What follows belongs to an exercise in optimizing a design on an open flow for small area and a short achievable clock period; a production flow would make more cautious choices.
Only simulation tests tie the RTL to the original design; equivalence was not proved.
Power and IR drop assume default switching activity.

==> flow/design.v, too long to show whole: its modules and the start of the top module <==
// module tscalar_exec: 1799 lines
module tscalar_exec (
    input  wire        clk,
    input  wire        rst,          
    input  wire        in_valid,
    input  wire [39:0] instr,        
    input  wire [31:0] rs_val,
    input  wire [31:0] rt_val,
    output reg         out_valid,
    output reg         out_we,       
    output reg  [4:0]  out_rd,
    output wire [31:0] out_wdata,
    output reg         out_we2,      
    output wire [31:0] out_wdata2,
    output reg         out_sat,      
    output reg         out_ill       
);
  // ...
==> flow/run.sh <==
#!/bin/bash
# synth_recipe.tcl (not shown) runs the flow's synth.tcl, then flattens the netlist and writes it again
# the make line also repeats each setting of config.mk as NAME=value (left out here)
make -C /OpenROAD-flow-scripts/flow DESIGN_CONFIG=/design/flow/config.mk WORK_HOME=/design/flow/orfs CLKGATE_MAP_FILE= SYNTH_SCRIPT=/design/flow/synth_recipe.tcl finish
==> flow/config.mk <==
export PLATFORM = sky130hd
export DESIGN_NAME = tscalar_exec
export DESIGN_NICKNAME = tscalar_exec
export VERILOG_FILES = /design/flow/design.v
export SDC_FILE = /design/flow/constraint.sdc
export NUM_CORES = 4
export LEC_CHECK = 0
export ABC_AREA = 1
export CAP_MARGIN = 20
export CORE_MARGIN = 2
export CORE_UTILIZATION = 50
export CTS_CLUSTER_DIAMETER = 30
export CTS_CLUSTER_SIZE = 8
export PLACE_DENSITY = 0.65
export SETUP_SLACK_MARGIN = 5
export SLEW_MARGIN = 20
==> flow/constraint.sdc <==
create_clock -name core_clock -period 10.5 [get_ports {clk}]
set_input_delay 2.1000 -clock core_clock [delete_from_list [all_inputs] [get_ports {clk}]]
set_output_delay 2.1000 -clock core_clock [all_outputs]
set_load 0.01 [all_outputs]
==> impl_results.md, run 1 <==
- Post-synthesis cell count: 4983
- Non-clk buf share: 0.109
- Yosys top cell area share: 0.234
- Vias/cell: approximately 6.6
- Worst path cell trace: a21o_1 > a21oi_2 > o21bai_2 > fa_2 > fa_2 > a31oi_4 > o21ai_2 > a21boi_2 > o21ai_2 > a21boi_2 > buf_4 > buf_6 > buf_6 > buf_6 > buf_6 > buf_6 > buf_6 > buf_6 > buf_6 > buf_6 > buf_6 > xnor2_2 > buf_2
- Hold depth: 0
- Simple-gate share of the synthesized area: 0.162
- Routing usage on met3: 0.188
- Logic pwr share: 0.779
- Top delay family on crit path: compound AO/OA/AOI/OAI gates
- First-pass GRT wire length: 258000 um
- Clock share of power: 0.104
- Clk_skew: 14.3 ps
- Gr busiest metal: met2
- Final Hold Fails: 0
- Power in combinational cells: 4890 uW
- Adder-cell share of the synthesized area: 0.296
- Ys flop type: dfxtp_1
- PortBufs: about 150
- Number of clock-tree buffers in the layout: 18
- Critical R2R Capture: o_g[3]
- Layout cells sized above 1: 0.108
- CP endpoint: out_wdata[12]
- Design area: 42200 um2
- Multi-input gates: 3642
- Met1 Track Usage GR: 0.607
- Status: timing/DRC/antenna clean
- Critical path type: reg -> out
- Main combinational cell family by area after synthesis: adder cells
- Final wirelength: between 150000 and 200000 um
- Leading cell kind: multi-input combinational cells
- Clock-net power: 653 uW
- Min Tclk post-route: roughly 5900 ps
- Placer Congestion: around 1.1
- Sequential Area: 3520 um2
- Flop pwr share: 0.117
- Async set or reset register ratio after synthesis: 0
- Critical R2R Launch: r_b[7]
- DRC: 0
- Unique masters post-synth: 56
- Hpwl dp: 131000 um
==> inputs of run 2 (changes only) <==
--- a/flow/design.v
+++ b/flow/design.v
@@ -47,17 +47,78 @@
     wire fmt_ri   = d_addi | d_andi | d_ori | d_xori | d_slli | d_srli | d_srai;
     wire fmt_lui  = d_lui;
     wire fmt_sats = d_sats;
     wire mine     = fmt_rr | fmt_ri | fmt_lui | fmt_sats;
     wire ill = (fmt_rr   & ((imm != 17'd0) | (d_norm & i_rd[0]))) |
                (fmt_ri   & (instr[21:17] != 5'd0)) |
                (fmt_lui  & (instr[26:17] != 10'd0)) |
                (fmt_sats & ((instr[21:12] != 10'd0) | (instr[6:5] == 2'd3)));
-    wire lt_u = rs_val < rt_val;
+    wire cl_0_1 = (~rs_val[1] & rt_val[1]) | (~(rs_val[1] ^ rt_val[1]) & (~rs_val[0] & rt_val[0]));
+    wire ce_0_1 = ~(rs_val[1] ^ rt_val[1]) & ~(rs_val[0] ^ rt_val[0]);
+    wire cl_2_3 = (~rs_val[3] & rt_val[3]) | (~(rs_val[3] ^ rt_val[3]) & (~rs_val[2] & rt_val[2]));
+    wire ce_2_3 = ~(rs_val[3] ^ rt_val[3]) & ~(rs_val[2] ^ rt_val[2]);
+    wire cl_0_3 = cl_2_3 | (ce_2_3 & cl_0_1);
+    wire ce_0_3 = ce_2_3 & ce_0_1;
+    wire cl_4_5 = (~rs_val[5] & rt_val[5]) | (~(rs_val[5] ^ rt_val[5]) & (~rs_val[4] & rt_val[4]));
+    wire ce_4_5 = ~(rs_val[5] ^ rt_val[5]) & ~(rs_val[4] ^ rt_val[4]);
+    wire cl_6_7 = (~rs_val[7] & rt_val[7]) | (~(rs_val[7] ^ rt_val[7]) & (~rs_val[6] & rt_val[6]));
+    wire ce_6_7 = ~(rs_val[7] ^ rt_val[7]) & ~(rs_val[6] ^ rt_val[6]);
+    wire cl_4_7 = cl_6_7 | (ce_6_7 & cl_4_5);
+    wire ce_4_7 = ce_6_7 & ce_4_5;
+    wire cl_0_7 = cl_4_7 | (ce_4_7 & cl_0_3);
+    wire ce_0_7 = ce_4_7 & ce_0_3;
+    wire cl_8_9 = (~rs_val[9] & rt_val[9]) | (~(rs_val[9] ^ rt_val[9]) & (~rs_val[8] & rt_val[8]));
+    wire ce_8_9 = ~(rs_val[9] ^ rt_val[9]) & ~(rs_val[8] ^ rt_val[8]);
+    wire cl_10_11 = (~rs_val[11] & rt_val[11]) | (~(rs_val[11] ^ rt_val[11]) & (~rs_val[10] & rt_val[10]));
+    wire ce_10_11 = ~(rs_val[11] ^ rt_val[11]) & ~(rs_val[10] ^ rt_val[10]);
+    wire cl_8_11 = cl_10_11 | (ce_10_11 & cl_8_9);
+    wire ce_8_11 = ce_10_11 & ce_8_9;
+    wire cl_12_13 = (~rs_val[13] & rt_val[13]) | (~(rs_val[13] ^ rt_val[13]) & (~rs_val[12] & rt_val[12]));
+    wire ce_12_13 = ~(rs_val[13] ^ rt_val[13]) & ~(rs_val[12] ^ rt_val[12]);
+    wire cl_14_15 = (~rs_val[15] & rt_val[15]) | (~(rs_val[15] ^ rt_val[15]) & (~rs_val[14] & rt_val[14]));
+    wire ce_14_15 = ~(rs_val[15] ^ rt_val[15]) & ~(rs_val[14] ^ rt_val[14]);
+    wire cl_12_15 = cl_14_15 | (ce_14_15 & cl_12_13);
+    wire ce_12_15 = ce_14_15 & ce_12_13;
+    wire cl_8_15 = cl_12_15 | (ce_12_15 & cl_8_11);
+    wire ce_8_15 = ce_12_15 & ce_8_11;
+    wire cl_0_15 = cl_8_15 | (ce_8_15 & cl_0_7);
+    wire ce_0_15 = ce_8_15 & ce_0_7;
+    wire cl_16_17 = (~rs_val[17] & rt_val[17]) | (~(rs_val[17] ^ rt_val[17]) & (~rs_val[16] & rt_val[16]));
+    wire ce_16_17 = ~(rs_val[17] ^ rt_val[17]) & ~(rs_val[16] ^ rt_val[16]);
+    wire cl_18_19 = (~rs_val[19] & rt_val[19]) | (~(rs_val[19] ^ rt_val[19]) & (~rs_val[18] & rt_val[18]));
+    wire ce_18_19 = ~(rs_val[19] ^ rt_val[19]) & ~(rs_val[18] ^ rt_val[18]);
+    wire cl_16_19 = cl_18_19 | (ce_18_19 & cl_16_17);
+    wire ce_16_19 = ce_18_19 & ce_16_17;
+    wire cl_20_21 = (~rs_val[21] & rt_val[21]) | (~(rs_val[21] ^ rt_val[21]) & (~rs_val[20] & rt_val[20]));
+    wire ce_20_21 = ~(rs_val[21] ^ rt_val[21]) & ~(rs_val[20] ^ rt_val[20]);
+    wire cl_22_23 = (~rs_val[23] & rt_val[23]) | (~(rs_val[23] ^ rt_val[23]) & (~rs_val[22] & rt_val[22]));
+    wire ce_22_23 = ~(rs_val[23] ^ rt_val[23]) & ~(rs_val[22] ^ rt_val[22]);
+    wire cl_20_23 = cl_22_23 | (ce_22_23 & cl_20_21);
+    wire ce_20_23 = ce_22_23 & ce_20_21;
+    wire cl_16_23 = cl_20_23 | (ce_20_23 & cl_16_19);
+    wire ce_16_23 = ce_20_23 & ce_16_19;
+    wire cl_24_25 = (~rs_val[25] & rt_val[25]) | (~(rs_val[25] ^ rt_val[25]) & (~rs_val[24] & rt_val[24]));
+    wire ce_24_25 = ~(rs_val[25] ^ rt_val[25]) & ~(rs_val[24] ^ rt_val[24]);
+    wire cl_26_27 = (~rs_val[27] & rt_val[27]) | (~(rs_val[27] ^ rt_val[27]) & (~rs_val[26] & rt_val[26]));
+    wire ce_26_27 = ~(rs_val[27] ^ rt_val[27]) & ~(rs_val[26] ^ rt_val[26]);
+    wire cl_24_27 = cl_26_27 | (ce_26_27 & cl_24_25);
+    wire ce_24_27 = ce_26_27 & ce_24_25;
+    wire cl_28_29 = (~rs_val[29] & rt_val[29]) | (~(rs_val[29] ^ rt_val[29]) & (~rs_val[28] & rt_val[28]));
+    wire ce_28_29 = ~(rs_val[29] ^ rt_val[29]) & ~(rs_val[28] ^ rt_val[28]);
+    wire cl_30_31 = (~rs_val[31] & rt_val[31]) | (~(rs_val[31] ^ rt_val[31]) & (~rs_val[30] & rt_val[30]));
+    wire ce_30_31 = ~(rs_val[31] ^ rt_val[31]) & ~(rs_val[30] ^ rt_val[30]);
+    wire cl_28_31 = cl_30_31 | (ce_30_31 & cl_28_29);
+    wire ce_28_31 = ce_30_31 & ce_28_29;
+    wire cl_24_31 = cl_28_31 | (ce_28_31 & cl_24_27);
+    wire ce_24_31 = ce_28_31 & ce_24_27;
+    wire cl_16_31 = cl_24_31 | (ce_24_31 & cl_16_23);
+    wire ce_16_31 = ce_24_31 & ce_16_23;
+    wire cl_0_31 = cl_16_31 | (ce_16_31 & cl_0_15);
+    wire lt_u = cl_0_31;
     wire lt_s = lt_u ^ rs_val[31] ^ rt_val[31];
     wire [31:0] a_abs = rs_val[31] ? ~rs_val : rs_val;
     wire [31:0] lz_v  = {a_abs[30:0], 1'b1};
     wire lzz4 = ~(lz_v[31] | lz_v[30]);
     wire lzz5 = ~(lz_v[29] | lz_v[28]);
     wire lzz3 = lzz4 & lzz5;
     wire lzc3_0 = lzz4 ? ~lz_v[29] : ~lz_v[31];
     wire lzz7 = ~(lz_v[27] | lz_v[26]);
@@ -133,37 +194,52 @@
     wire d_shl  = d_sll | d_slli | d_norm;
     wire [31:0] op_a =
         ({32{d_slt | d_sltu}} & {31'd0, lt_sel}) |
         ({32{(d_min | d_max) & sel_b}} & rt_val) |
         ({32{(d_min | d_max) & ~sel_b}} & rs_val) |
         ({32{d_exp}} & {24'd0, rs_val[30:23]}) |
         ({32{d_shl}} & rev32(rs_val)) |
         ({32{~(d_slt | d_sltu | d_min | d_max | d_exp | d_lui | d_shl)}} & rs_val);
+    wire [32:0] bo_b = {rt_val, 1'b0};
+    wire [31:0] bo_code;
+    wire [15:0] op_neg;
+    genvar gi;
+    generate
+        for (gi = 0; gi < 16; gi = gi + 1) begin : g_booth
+            assign bo_code[2 * gi]     = bo_b[2 * gi + 1] ^ bo_b[2 * gi];
+            assign bo_code[2 * gi + 1] = (bo_b[2 * gi + 2] & ~bo_b[2 * gi + 1] & ~bo_b[2 * gi]) |
+                                         (~bo_b[2 * gi + 2] & bo_b[2 * gi + 1] & bo_b[2 * gi]);
+            assign op_neg[gi]          = bo_b[2 * gi + 2];
+        end
+    endgenerate
     wire [31:0] op_b =
-        ({32{fmt_rr & ~(d_sub | d_slt | d_sltu | d_min | d_max | d_exp | d_norm)}} & rt_val) |
+        ({32{d_mul | d_mulh}} & bo_code) |
+        ({32{fmt_rr & ~(d_mul | d_mulh | d_sub | d_slt | d_sltu | d_min | d_max | d_exp | d_norm)}} & rt_val) |
         ({32{d_sub}} & ~rt_val) |
         ({32{d_addi}} & {{15{imm[16]}}, imm}) |
         ({32{(fmt_ri & ~d_addi) | d_sats}} & {15'd0, imm}) |
         ({32{d_exp}} & 32'hFFFFFF81) |
         ({32{d_lui}} & {imm[14:0], 17'd0}) |
         ({32{d_norm}} & {27'd0, cls});
     reg        r_valid;
     reg [31:0] r_a, r_b;
+    reg [15:0] r_neg;
     reg [4:0]  r_rd;
     reg        r_we, r_we2, r_ill, r_sat;
     reg        r_kadd, r_cin, r_kand, r_kor, r_kxor, r_kshr, r_kshl, r_ksats,
                r_fill, r_inc, r_kmul, r_kmulh;
     always @(posedge clk) begin
         if (rst)
             r_valid <= 1'b0;
         else
             r_valid <= in_valid;
         r_a     <= op_a;
         r_b     <= op_b;
+        r_neg   <= op_neg;
         r_rd    <= i_rd;
         r_we    <= mine & ~ill;
         r_we2   <= d_norm & ~ill;
         r_ill   <= mine & ill;
         r_sat   <= d_sats & ~ill;
         r_kadd  <= d_add | d_sub | d_addi | d_slt | d_sltu | d_min | d_max | d_exp | d_lui;
         r_cin   <= d_sub;
         r_kand  <= d_and | d_andi;
@@ -178,17 +254,17 @@
         r_kmulh <= d_mulh;
     end
     wire [32:0] sh_x = {r_fill & r_a[31], r_a};
     wire [32:0] sh_y = $signed(sh_x) >>> r_b[4:0];
     wire [31:0] y    = sh_y[31:0];
     wire [4:0]  wm1 = r_b[11:7];
     wire [32*6-1:0] ip;
     assign ip[31:0] = y;
-    genvar gl, gi;
+    genvar gl;
     generate
         for (gl = 0; gl < 5; gl = gl + 1) begin : g_inc
             for (gi = 0; gi < 32; gi = gi + 1) begin : g_bit
                 if ((gi >> gl) & 1)
                     assign ip[32 * (gl + 1) + gi] = ip[32 * gl + gi] & ip[32 * gl + ((gi >> gl) << gl) - 1];
                 else
                     assign ip[32 * (gl + 1) + gi] = ip[32 * gl + gi];
             end
@@ -199,26 +275,24 @@
     wire        all1 = &(qr | ~wmsk);
     wire        all0 = ~|(qr & wmsk);
     wire        satv = ~(all1 | all0);
     wire [31:0] sres = satv ? (qr[31] ? wmsk : ~wmsk) : qr;
     wire [31:0] lg = ({32{r_kand}} & (r_a & r_b)) |
                      ({32{r_kor}}  & (r_a | r_b)) |
                      ({32{r_kxor}} & (r_a ^ r_b));
     wire [31:0] m_a = r_a;
-    wire [32:0] bo_b = {r_b, 1'b0};
     wire [15:0] bo_one, bo_two, bo_neg;
     generate
-        for (gi = 0; gi < 16; gi = gi + 1) begin : g_booth
-            assign bo_one[gi] = bo_b[2 * gi + 1] ^ bo_b[2 * gi];
-            assign bo_two[gi] = (bo_b[2 * gi + 2] & ~bo_b[2 * gi + 1] & ~bo_b[2 * gi]) |
-                                (~bo_b[2 * gi + 2] & bo_b[2 * gi + 1] & bo_b[2 * gi]);
-            assign bo_neg[gi] = bo_b[2 * gi + 2];
+        for (gi = 0; gi < 16; gi = gi + 1) begin : g_bdig
+            assign bo_one[gi] = r_b[2 * gi];
+            assign bo_two[gi] = r_b[2 * gi + 1];
         end
     endgenerate
+    assign bo_neg = r_neg;
     wire pp0_0 = ((m_a[0] & bo_one[0]) | (1'b0 & bo_two[0])) ^ bo_neg[0];
     wire pp0_1 = ((m_a[1] & bo_one[0]) | (m_a[0] & bo_two[0])) ^ bo_neg[0];
     wire pp0_2 = ((m_a[2] & bo_one[0]) | (m_a[1] & bo_two[0])) ^ bo_neg[0];
     wire pp0_3 = ((m_a[3] & bo_one[0]) | (m_a[2] & bo_two[0])) ^ bo_neg[0];
     wire pp0_4 = ((m_a[4] & bo_one[0]) | (m_a[3] & bo_two[0])) ^ bo_neg[0];
     wire pp0_5 = ((m_a[5] & bo_one[0]) | (m_a[4] & bo_two[0])) ^ bo_neg[0];
     wire pp0_6 = ((m_a[6] & bo_one[0]) | (m_a[5] & bo_two[0])) ^ bo_neg[0];
     wire pp0_7 = ((m_a[7] & bo_one[0]) | (m_a[6] & bo_two[0])) ^ bo_neg[0];
@@ -1755,22 +1829,24 @@
     wire cg_28_29 = (ml_s[29] & ml_c[29]) | ((ml_s[29] | ml_c[29]) & (ml_s[28] & ml_c[28]));
     wire cp_28_29 = (ml_s[29] | ml_c[29]) & (ml_s[28] | ml_c[28]);
     wire cg_30_31 = (ml_s[31] & ml_c[31]) | ((ml_s[31] | ml_c[31]) & (ml_s[30] & ml_c[30]));
     wire cp_30_31 = (ml_s[31] | ml_c[31]) & (ml_s[30] | ml_c[30]);
     wire cg_28_31 = cg_30_31 | (cp_30_31 & cg_28_29);
     wire cp_28_31 = cp_30_31 & cp_28_29;
     wire [3:0] m_lo_g = {cg_28_31, cg_24_27, cg_16_23, cg_0_15};
     wire [3:0] m_lo_p = {cp_28_31, cp_24_27, cp_16_23, 1'b0};
-    wire [31:0] res_s =
+    wire [31:0] res_s_e =
         ({32{r_kadd}}  & r_a) |
         lg |
         ({32{r_kshr}}  & y) |
         ({32{r_kshl}}  & rev32(y)) |
-        ({32{r_ksats}} & sres) |
+        ({32{r_ksats}} & sres);
+    wire [31:0] res_s =
+        res_s_e |
         ({32{r_kmul}}  & m_s[31:0]) |
         ({32{r_kmulh}} & m_s[63:32]);
     wire [31:0] res_c =
         ({32{r_kadd}}  & r_b) |
         ({32{r_kmul}}  & m_c[31:0]) |
         ({32{r_kmulh}} & m_c[63:32]);
     wire [3:0]  res_g  = ({4{r_kmulh}} & m_lo_g) | {r_cin, 3'd0};
     wire [3:0]  res_p  = m_lo_p;
@@ -1789,11 +1865,235 @@
         out_ill <= r_ill;
         o_s     <= res_s;
         o_c     <= res_c;
         o_g     <= res_g;
         o_p     <= res_p;
         o_w2    <= r_b[4:0];
     end
     wire o_ci = o_g[3] | (o_p[3] & (o_g[2] | (o_p[2] & (o_g[1] | (o_p[1] & o_g[0])))));
-    assign out_wdata  = o_s + o_c + {31'd0, o_ci};
+    wire ag0_0 = o_s[0] & o_c[0];
+    wire ap0_0 = o_s[0] ^ o_c[0];
+    wire ag0_1 = o_s[1] & o_c[1];
+    wire ap0_1 = o_s[1] ^ o_c[1];
+    wire ag0_2 = o_s[2] & o_c[2];
+    wire ap0_2 = o_s[2] ^ o_c[2];
+    wire ag0_3 = o_s[3] & o_c[3];
+    wire ap0_3 = o_s[3] ^ o_c[3];
+    wire ag0_4 = o_s[4] & o_c[4];
+    wire ap0_4 = o_s[4] ^ o_c[4];
+    wire ag0_5 = o_s[5] & o_c[5];
+    wire ap0_5 = o_s[5] ^ o_c[5];
+    wire ag0_6 = o_s[6] & o_c[6];
+    wire ap0_6 = o_s[6] ^ o_c[6];
+    wire ag0_7 = o_s[7] & o_c[7];
+    wire ap0_7 = o_s[7] ^ o_c[7];
+    wire ag0_8 = o_s[8] & o_c[8];
+    wire ap0_8 = o_s[8] ^ o_c[8];
+    wire ag0_9 = o_s[9] & o_c[9];
+    wire ap0_9 = o_s[9] ^ o_c[9];
+    wire ag0_10 = o_s[10] & o_c[10];
+    wire ap0_10 = o_s[10] ^ o_c[10];
+    wire ag0_11 = o_s[11] & o_c[11];
+    wire ap0_11 = o_s[11] ^ o_c[11];
+    wire ag0_12 = o_s[12] & o_c[12];
+    wire ap0_12 = o_s[12] ^ o_c[12];
+    wire ag0_13 = o_s[13] & o_c[13];
+    wire ap0_13 = o_s[13] ^ o_c[13];
+    wire ag0_14 = o_s[14] & o_c[14];
+    wire ap0_14 = o_s[14] ^ o_c[14];
+    wire ag0_15 = o_s[15] & o_c[15];
+    wire ap0_15 = o_s[15] ^ o_c[15];
+    wire ag0_16 = o_s[16] & o_c[16];
+    wire ap0_16 = o_s[16] ^ o_c[16];
+    wire ag0_17 = o_s[17] & o_c[17];
+    wire ap0_17 = o_s[17] ^ o_c[17];
+    wire ag0_18 = o_s[18] & o_c[18];
+    wire ap0_18 = o_s[18] ^ o_c[18];
+    wire ag0_19 = o_s[19] & o_c[19];
+    wire ap0_19 = o_s[19] ^ o_c[19];
+    wire ag0_20 = o_s[20] & o_c[20];
+    wire ap0_20 = o_s[20] ^ o_c[20];
+    wire ag0_21 = o_s[21] & o_c[21];
+    wire ap0_21 = o_s[21] ^ o_c[21];
+    wire ag0_22 = o_s[22] & o_c[22];
+    wire ap0_22 = o_s[22] ^ o_c[22];
+    wire ag0_23 = o_s[23] & o_c[23];
+    wire ap0_23 = o_s[23] ^ o_c[23];
+    wire ag0_24 = o_s[24] & o_c[24];
+    wire ap0_24 = o_s[24] ^ o_c[24];
+    wire ag0_25 = o_s[25] & o_c[25];
+    wire ap0_25 = o_s[25] ^ o_c[25];
+    wire ag0_26 = o_s[26] & o_c[26];
+    wire ap0_26 = o_s[26] ^ o_c[26];
+    wire ag0_27 = o_s[27] & o_c[27];
+    wire ap0_27 = o_s[27] ^ o_c[27];
+    wire ag0_28 = o_s[28] & o_c[28];
+    wire ap0_28 = o_s[28] ^ o_c[28];
+    wire ag0_29 = o_s[29] & o_c[29];
+    wire ap0_29 = o_s[29] ^ o_c[29];
+    wire ag0_30 = o_s[30] & o_c[30];
+    wire ap0_30 = o_s[30] ^ o_c[30];
+    wire ag0_31 = o_s[31] & o_c[31];
+    wire ap0_31 = o_s[31] ^ o_c[31];
+    wire ag1_1 = ag0_1 | (ap0_1 & ag0_0);
+    wire ap1_1 = ap0_1 & ap0_0;
+    wire ag1_3 = ag0_3 | (ap0_3 & ag0_2);
+    wire ap1_3 = ap0_3 & ap0_2;
+    wire ag1_5 = ag0_5 | (ap0_5 & ag0_4);
+    wire ap1_5 = ap0_5 & ap0_4;
+    wire ag1_7 = ag0_7 | (ap0_7 & ag0_6);
+    wire ap1_7 = ap0_7 & ap0_6;
+    wire ag1_9 = ag0_9 | (ap0_9 & ag0_8);
+    wire ap1_9 = ap0_9 & ap0_8;
+    wire ag1_11 = ag0_11 | (ap0_11 & ag0_10);
+    wire ap1_11 = ap0_11 & ap0_10;
+    wire ag1_13 = ag0_13 | (ap0_13 & ag0_12);
+    wire ap1_13 = ap0_13 & ap0_12;
+    wire ag1_15 = ag0_15 | (ap0_15 & ag0_14);
+    wire ap1_15 = ap0_15 & ap0_14;
+    wire ag1_17 = ag0_17 | (ap0_17 & ag0_16);
+    wire ap1_17 = ap0_17 & ap0_16;
+    wire ag1_19 = ag0_19 | (ap0_19 & ag0_18);
+    wire ap1_19 = ap0_19 & ap0_18;
+    wire ag1_21 = ag0_21 | (ap0_21 & ag0_20);
+    wire ap1_21 = ap0_21 & ap0_20;
+    wire ag1_23 = ag0_23 | (ap0_23 & ag0_22);
+    wire ap1_23 = ap0_23 & ap0_22;
+    wire ag1_25 = ag0_25 | (ap0_25 & ag0_24);
+    wire ap1_25 = ap0_25 & ap0_24;
+    wire ag1_27 = ag0_27 | (ap0_27 & ag0_26);
+    wire ap1_27 = ap0_27 & ap0_26;
+    wire ag1_29 = ag0_29 | (ap0_29 & ag0_28);
+    wire ap1_29 = ap0_29 & ap0_28;
+    wire ag1_31 = ag0_31 | (ap0_31 & ag0_30);
+    wire ap1_31 = ap0_31 & ap0_30;
+    wire ag2_2 = ag0_2 | (ap0_2 & ag1_1);
+    wire ap2_2 = ap0_2 & ap1_1;
+    wire ag2_3 = ag1_3 | (ap1_3 & ag1_1);
+    wire ap2_3 = ap1_3 & ap1_1;
+    wire ag2_6 = ag0_6 | (ap0_6 & ag1_5);
+    wire ap2_6 = ap0_6 & ap1_5;
+    wire ag2_7 = ag1_7 | (ap1_7 & ag1_5);
+    wire ap2_7 = ap1_7 & ap1_5;
+    wire ag2_10 = ag0_10 | (ap0_10 & ag1_9);
+    wire ap2_10 = ap0_10 & ap1_9;
+    wire ag2_11 = ag1_11 | (ap1_11 & ag1_9);
+    wire ap2_11 = ap1_11 & ap1_9;
+    wire ag2_14 = ag0_14 | (ap0_14 & ag1_13);
+    wire ap2_14 = ap0_14 & ap1_13;
+    wire ag2_15 = ag1_15 | (ap1_15 & ag1_13);
+    wire ap2_15 = ap1_15 & ap1_13;
+    wire ag2_18 = ag0_18 | (ap0_18 & ag1_17);
+    wire ap2_18 = ap0_18 & ap1_17;
+    wire ag2_19 = ag1_19 | (ap1_19 & ag1_17);
+    wire ap2_19 = ap1_19 & ap1_17;
+    wire ag2_22 = ag0_22 | (ap0_22 & ag1_21);
+    wire ap2_22 = ap0_22 & ap1_21;
+    wire ag2_23 = ag1_23 | (ap1_23 & ag1_21);
+    wire ap2_23 = ap1_23 & ap1_21;
+    wire ag2_26 = ag0_26 | (ap0_26 & ag1_25);
+    wire ap2_26 = ap0_26 & ap1_25;
+    wire ag2_27 = ag1_27 | (ap1_27 & ag1_25);
+    wire ap2_27 = ap1_27 & ap1_25;
+    wire ag2_30 = ag0_30 | (ap0_30 & ag1_29);
+    wire ap2_30 = ap0_30 & ap1_29;
+    wire ag2_31 = ag1_31 | (ap1_31 & ag1_29);
+    wire ap2_31 = ap1_31 & ap1_29;
+    wire ag3_4 = ag0_4 | (ap0_4 & ag2_3);
+    wire ap3_4 = ap0_4 & ap2_3;
+    wire ag3_5 = ag1_5 | (ap1_5 & ag2_3);
+    wire ap3_5 = ap1_5 & ap2_3;
+    wire ag3_6 = ag2_6 | (ap2_6 & ag2_3);
+    wire ap3_6 = ap2_6 & ap2_3;
+    wire ag3_7 = ag2_7 | (ap2_7 & ag2_3);
+    wire ap3_7 = ap2_7 & ap2_3;
+    wire ag3_12 = ag0_12 | (ap0_12 & ag2_11);
+    wire ap3_12 = ap0_12 & ap2_11;
+    wire ag3_13 = ag1_13 | (ap1_13 & ag2_11);
+    wire ap3_13 = ap1_13 & ap2_11;
+    wire ag3_14 = ag2_14 | (ap2_14 & ag2_11);
+    wire ap3_14 = ap2_14 & ap2_11;
+    wire ag3_15 = ag2_15 | (ap2_15 & ag2_11);
+    wire ap3_15 = ap2_15 & ap2_11;
+    wire ag3_20 = ag0_20 | (ap0_20 & ag2_19);
+    wire ap3_20 = ap0_20 & ap2_19;
+    wire ag3_21 = ag1_21 | (ap1_21 & ag2_19);
+    wire ap3_21 = ap1_21 & ap2_19;
+    wire ag3_22 = ag2_22 | (ap2_22 & ag2_19);
+    wire ap3_22 = ap2_22 & ap2_19;
+    wire ag3_23 = ag2_23 | (ap2_23 & ag2_19);
+    wire ap3_23 = ap2_23 & ap2_19;
+    wire ag3_28 = ag0_28 | (ap0_28 & ag2_27);
+    wire ap3_28 = ap0_28 & ap2_27;
+    wire ag3_29 = ag1_29 | (ap1_29 & ag2_27);
+    wire ap3_29 = ap1_29 & ap2_27;
+    wire ag3_30 = ag2_30 | (ap2_30 & ag2_27);
+    wire ap3_30 = ap2_30 & ap2_27;
+    wire ag3_31 = ag2_31 | (ap2_31 & ag2_27);
+    wire ap3_31 = ap2_31 & ap2_27;
+    wire ag4_8 = ag0_8 | (ap0_8 & ag3_7);
+    wire ap4_8 = ap0_8 & ap3_7;
+    wire ag4_9 = ag1_9 | (ap1_9 & ag3_7);
+    wire ap4_9 = ap1_9 & ap3_7;
+    wire ag4_10 = ag2_10 | (ap2_10 & ag3_7);
+    wire ap4_10 = ap2_10 & ap3_7;
+    wire ag4_11 = ag2_11 | (ap2_11 & ag3_7);
+    wire ap4_11 = ap2_11 & ap3_7;
+    wire ag4_12 = ag3_12 | (ap3_12 & ag3_7);
+    wire ap4_12 = ap3_12 & ap3_7;
+    wire ag4_13 = ag3_13 | (ap3_13 & ag3_7);
+    wire ap4_13 = ap3_13 & ap3_7;
+    wire ag4_14 = ag3_14 | (ap3_14 & ag3_7);
+    wire ap4_14 = ap3_14 & ap3_7;
+    wire ag4_15 = ag3_15 | (ap3_15 & ag3_7);
+    wire ap4_15 = ap3_15 & ap3_7;
+    wire ag4_24 = ag0_24 | (ap0_24 & ag3_23);
+    wire ap4_24 = ap0_24 & ap3_23;
+    wire ag4_25 = ag1_25 | (ap1_25 & ag3_23);
+    wire ap4_25 = ap1_25 & ap3_23;
+    wire ag4_26 = ag2_26 | (ap2_26 & ag3_23);
+    wire ap4_26 = ap2_26 & ap3_23;
+    wire ag4_27 = ag2_27 | (ap2_27 & ag3_23);
+    wire ap4_27 = ap2_27 & ap3_23;
+    wire ag4_28 = ag3_28 | (ap3_28 & ag3_23);
+    wire ap4_28 = ap3_28 & ap3_23;
+    wire ag4_29 = ag3_29 | (ap3_29 & ag3_23);
+    wire ap4_29 = ap3_29 & ap3_23;
+    wire ag4_30 = ag3_30 | (ap3_30 & ag3_23);
+    wire ap4_30 = ap3_30 & ap3_23;
+    wire ag4_31 = ag3_31 | (ap3_31 & ag3_23);
+    wire ap4_31 = ap3_31 & ap3_23;
+    wire ag5_16 = ag0_16 | (ap0_16 & ag4_15);
+    wire ap5_16 = ap0_16 & ap4_15;
+    wire ag5_17 = ag1_17 | (ap1_17 & ag4_15);
+    wire ap5_17 = ap1_17 & ap4_15;
+    wire ag5_18 = ag2_18 | (ap2_18 & ag4_15);
+    wire ap5_18 = ap2_18 & ap4_15;
+    wire ag5_19 = ag2_19 | (ap2_19 & ag4_15);
+    wire ap5_19 = ap2_19 & ap4_15;
+    wire ag5_20 = ag3_20 | (ap3_20 & ag4_15);
+    wire ap5_20 = ap3_20 & ap4_15;
+    wire ag5_21 = ag3_21 | (ap3_21 & ag4_15);
+    wire ap5_21 = ap3_21 & ap4_15;
+    wire ag5_22 = ag3_22 | (ap3_22 & ag4_15);
+    wire ap5_22 = ap3_22 & ap4_15;
+    wire ag5_23 = ag3_23 | (ap3_23 & ag4_15);
+    wire ap5_23 = ap3_23 & ap4_15;
+    wire ag5_24 = ag4_24 | (ap4_24 & ag4_15);
+    wire ap5_24 = ap4_24 & ap4_15;
+    wire ag5_25 = ag4_25 | (ap4_25 & ag4_15);
+    wire ap5_25 = ap4_25 & ap4_15;
+    wire ag5_26 = ag4_26 | (ap4_26 & ag4_15);
+    wire ap5_26 = ap4_26 & ap4_15;
+    wire ag5_27 = ag4_27 | (ap4_27 & ag4_15);
+    wire ap5_27 = ap4_27 & ap4_15;
+    wire ag5_28 = ag4_28 | (ap4_28 & ag4_15);
+    wire ap5_28 = ap4_28 & ap4_15;
+    wire ag5_29 = ag4_29 | (ap4_29 & ag4_15);
+    wire ap5_29 = ap4_29 & ap4_15;
+    wire ag5_30 = ag4_30 | (ap4_30 & ag4_15);
+    wire ap5_30 = ap4_30 & ap4_15;
+    wire ag5_31 = ag4_31 | (ap4_31 & ag4_15);
+    wire ap5_31 = ap4_31 & ap4_15;
+    assign out_wdata = {(ap0_31 ^ (ag5_30 | (ap5_30 & o_ci))), (ap0_30 ^ (ag5_29 | (ap5_29 & o_ci))), (ap0_29 ^ (ag5_28 | (ap5_28 & o_ci))), (ap0_28 ^ (ag5_27 | (ap5_27 & o_ci))), (ap0_27 ^ (ag5_26 | (ap5_26 & o_ci))), (ap0_26 ^ (ag5_25 | (ap5_25 & o_ci))), (ap0_25 ^ (ag5_24 | (ap5_24 & o_ci))), (ap0_24 ^ (ag5_23 | (ap5_23 & o_ci))), (ap0_23 ^ (ag5_22 | (ap5_22 & o_ci))), (ap0_22 ^ (ag5_21 | (ap5_21 & o_ci))), (ap0_21 ^ (ag5_20 | (ap5_20 & o_ci))), (ap0_20 ^ (ag5_19 | (ap5_19 & o_ci))), (ap0_19 ^ (ag5_18 | (ap5_18 & o_ci))), (ap0_18 ^ (ag5_17 | (ap5_17 & o_ci))), (ap0_17 ^ (ag5_16 | (ap5_16 & o_ci))), (ap0_16 ^ (ag4_15 | (ap4_15 & o_ci))), (ap0_15 ^ (ag4_14 | (ap4_14 & o_ci))), (ap0_14 ^ (ag4_13 | (ap4_13 & o_ci))), (ap0_13 ^ (ag4_12 | (ap4_12 & o_ci))), (ap0_12 ^ (ag4_11 | (ap4_11 & o_ci))), (ap0_11 ^ (ag4_10 | (ap4_10 & o_ci))), (ap0_10 ^ (ag4_9 | (ap4_9 & o_ci))), (ap0_9 ^ (ag4_8 | (ap4_8 & o_ci))), (ap0_8 ^ (ag3_7 | (ap3_7 & o_ci))), (ap0_7 ^ (ag3_6 | (ap3_6 & o_ci))), (ap0_6 ^ (ag3_5 | (ap3_5 & o_ci))), (ap0_5 ^ (ag3_4 | (ap3_4 & o_ci))), (ap0_4 ^ (ag2_3 | (ap2_3 & o_ci))), (ap0_3 ^ (ag2_2 | (ap2_2 & o_ci))), (ap0_2 ^ (ag1_1 | (ap1_1 & o_ci))), (ap0_1 ^ (ag0_0 | (ap0_0 & o_ci))), (ap0_0 ^ o_ci)};
     assign out_wdata2 = {27'd0, o_w2};
 endmodule
==> run 2 against run 1 <==
  * Still clean
  * Synthesized area is 0.44% higher
  * Core utilization is 2.5 points lower
  * Wire length is 2.6% higher
  * Critical path depth shrank 10
  * Largest power group unchanged
  * Highest routed layer unchanged
==> impl_results.md, run 2 <==
- Status: timing/DRC/antenna clean (unchanged)
- Synth-to-Final Area Change: 10.4% (was 15.6%)
- Root buffer cell: clkbuf_16 (unchanged)
- Final Hold Fails: 0 (unchanged)
- Ys flop type: dfxtp_1 (unchanged)
- Power Total: 8710 uW (was 6280 uW)
- Commonest non-fill, non-tap cell in the layout: nand2_1 (was inv_1)
- PD cells: 215 nW/um2 (was 149 nW/um2)
- Vias: 39400 (was 39800)
- CP endpoint kind: flip-flop (was output port)
- Vias/cell: 6.65 (was 6.59)
- Most frequent cells in the layout: 733 x nand2_1, 713 x inv_1, 581 x xor2_1, 480 x o22ai_1, 424 x fa_1 (was 748 x inv_1, 711 x nand2_1, 522 x o22ai_1, 518 x xor2_1, 407 x fa_1)
- Metal3 WL: 28900 um (was 28700 um)
- First-pass detailed-route iteration total: 7 (was 6)
- Largest net degree at the start of global routing: 51 (was 47)
- Synth area leader: fa_1 (unchanged)
- Worst slew margin: 0.190 (was 0.161)
- Uppermost layer routed: met5 (unchanged)
- Htree depth: 4 (unchanged)
- Final wirelength: 191000 um (was 186000 um)
- Initial antenna violation count: 18 (was 8)
- Pleak: 0.0194 uW (was 0.0199 uW)
- Seq/Total Area, Yosys: 0.103 (was 0.0943)
- Starting density of the core: 0.503 (about the same)
- Sinks on Clock Net: 188 (was 172)
- Worst setup slack after layout: 4960 ps (was 4570 ps)
- Layout cells sized above 1: 0.0684 (was 0.108)
- #FFs+latches synth: 188 (was 172)
- Period utilization: 0.528 (was 0.565)
- Detail Route Antenna Nets: 0 (unchanged)
- NumNets Final: 5651 (was 5772)
- DRC: 0 (unchanged)
- DR WL/cell: 32.3 um (was 30.9 um)
- Placer Congestion: 1.07 (was 1.06)
- Leading cell types by count after synthesis: 739 x nand2_1, 727 x inv_1, 587 x xor2_1 (was 767 x inv_1, 734 x nand2_1, 531 x o22ai_1)
- Slew @ Worst Pin: 1220 ps (was 1240 ps)
- Row Count: 99 (unchanged)
- Cell with the most instances after synthesis: nand2_1 (was inv_1)
- CORE AREA: 72800 um2 (was 72600 um2)
- WL met2: 76400 um (was 75100 um)
- Yosys top cell area share: 0.233 (was 0.234)
- Clock tree buffer depth: 2 (unchanged)
- Final setup TNS: 0 ps (unchanged)
- Post-Syn Area: 36700 um2 (was 36500 um2)
- Area contributors post-synth: fa_1 23%, xor2_1 14%, dfxtp_1 10% (was fa_1 23%, xor2_1 13%, dfxtp_1 9.4%)
- GRT Total Usage: 0.498 (was 0.476)
- Avg Inst Size Synth: 7.38 um2 (was 7.33 um2)
- Pins over their slew limit: 0 (unchanged)
- Detailed Route Iter0 Violations: 6397 (was 5696)
- Yosys warns: 1 (unchanged)
- Worst-Skew Late Latency: 490 ps (was 470 ps)
- CP Data Arrival Time: 5890 ps (was 3830 ps)
- Worst Hold Class: reg -> reg (unchanged)
- Req. time, crit path: 10850 ps (was 8400 ps)
- Vias in the first global route: 37900 (was 36600)
- CTS tree: yes (unchanged)
- Reg clk slew, reported paths: 90 ps (was 70 ps)
- FMAX: 180 MHz (was 169 MHz)
- Cts hold-fix bufs: 0 (unchanged)
- I/O pin count: 181 (unchanged)
- Die Y: 275 um (was 274 um)
- Critical path type: reg -> reg (was reg -> out)
- Startpoint Class: flip-flop (unchanged)
- Crit-path max FO: 30 (was 2)
- Post-synthesis cell count: 4966 (was 4983)
- Async set or reset register ratio after synthesis: 0 (unchanged)
- Maximum VDD drop: 394 uV (was 467 uV)
- Number of synthesized flops with an enable pin: 0 (unchanged)
- Die W: 275 um (was 274 um)
- Final setup vio count: 0 (unchanged)
- RSZ-0062 raised after global routing: yes (unchanged)
- Hpwl dp: 138000 um (was 131000 um)
- Max-cap violations: 0 (unchanged)
- Final Hold Slack: 329 ps (was 331 ps)
- Cts bufs inserted: 17 (unchanged)
- Unique masters post-synth: 58 (was 56)
- M1 WL: 69400 um (was 67800 um)
- PortBufs: 153 (unchanged)
- Worst slack, placed: 4200 ps (was 3850 ps)
- Min Tclk post-route: 5540 ps (was 5930 ps)
- Clk_skew: 19.8 ps (was 14.3 ps)
- Die Area: 75500 um2 (was 75200 um2)
- GRT overflow: 0 (unchanged)
- First-pass GRT wire length: 269000 um (was 258000 um)
[run 2: cell types whose count changed after synthesis, moves of 10 or more]
| cell | previous run | this run |
|---|---|---|
| xor2_1 | 522 | 587 |
| o22ai_1 | 531 | 482 |
| a21oi_1 | 143 | 183 |
| inv_1 | 767 | 727 |
| xnor2_1 | 38 | 9 |
| o211ai_1 | 33 | 58 |
| nand3b_1 | 23 | 3 |
| dfxtp_1 | 172 | 188 |
| o21ai_0 | 171 | 185 |
| clkbuf_1 | 266 | 279 |
| nand3_1 | 363 | 350 |
| buf_2 | 29 | 19 |
[run 2: worst paths after layout]
| path | cells past startpoint | from | to | slack, ps |
|---|---|---|---|---|
| worst min-delay path | 0 | r_ill | out_ill | 330 |
| worst max-delay path | 13 | r_a[16] | o_s[19] | 4960 |
| worst min register to register | 0 | r_ill | out_ill | 330 |
| worst max register to register | 13 | r_a[16] | o_s[19] | 4960 |
[run 2: per-stage QoR]
step	util	std cells	cell area, um2
2_1_floorplan	-	4992	36800
3_3_place_gp	0.534	5847	38900
3_5_place_dp	0.534	5847	38900
4_1_cts	0.548	5899	39900
5_1_grt	0.556	5915	40500
6_report	0.556	5918	40500
[run 2: area by class of cell]
type	instances	area [um2]
Clock buffer	19	453
Inverter	753	2900
Timing Repair Buffer	325	3100
Clock inverter	13	144
Antenna cell	5	12.5
Tap cell	959	1200
Multi-Input combinational cell	3656	28900
Sequential cell	188	3790
Fill cell	7082	32400
[run 2: power breakdown]
| part | leakage, uW | internal [uW] | total [uW] | switching, uW |
|---|---|---|---|---|
| logic | 0.0175 | 2540 | 7180 | 4640 |
| clock network | 0.000293 | 330 | 688 | 358 |
| registers | 0.00155 | 765 | 834 | 68.8 |
| total | 0.0194 | 3640 | 8710 | 5070 |
[run 2: kinds of logic after synthesis]
group           synth area share
flops                      0.103
simple gates               0.153
fa+ha+maj                  0.293
compound gates             0.185
buf+inv                    0.123
xor+xnor                   0.143
other cells             0.000102
[run 2: critical path, stage by stage (launching register included)]
cell     delay (ps)
dfxtp_2         580
inv_1            90
buf_4           280
o21ai_0         650
xor2_1          280
ha_1            290
fa_1            520
fa_1            470
fa_1            550
fa_1            520
nand2_1         220
nand2_1         100
nor4_2          610
nand2_1         180
[run 2: metal layers]
metal,track usage,up-vias
met4,0.324,22
met1,0.630,18700
met3,0.192,923
met2,0.704,3451
li1,-,16300
met5,0.00251,-
[run 2: timing repair]
action	in CTS	in global routing
buffers inserted	20	10
pin swaps	14	17
cloned	0	2
resized for setup	98	131
hold endpoints to repair	0	0
setup endpoints to repair	85	94

## static timing again, ports no longer ideal
In the flow no input, the clock included, has a driving cell. The finished layouts below were timed again as built, in two steps.
Step 1 sets driving cells, clkbuf_16 on the clock port and buf_2 on the other inputs (assumed; they add their load-dependent delay and slew).
Step 2 moves the port delays by t, midway between the first and last clock arrival at a register: inputs arrive t later, outputs are due t later. That takes back most of the time a late clock gives input paths.
Slacks: no drivers / after step 1 / after step 2; pairs: no drivers / after step 1.
| run | t, ns | setup WS [ns] | latest minus earliest clock arrival (ns) | worst register clock-pin slew, ns | worst data-port slew with drivers (ns) |
|---|---|---|---|---|---|
| run 1 | 0.523 | 4.565 / 4.501 / 4.607 | 0.015 / 0.016 | 0.08 / 0.08 | 0.05 |
| run 2 | 0.542 | 4.956 / 4.956 / 4.730 | 0.021 / 0.021 | 0.09 / 0.09 | 0.09 |
After both steps every run listed still meets setup and hold. For run 2, which loses most, drivers alone change the setup slack by 0.000 ns; drivers and shift together by -0.226 ns.
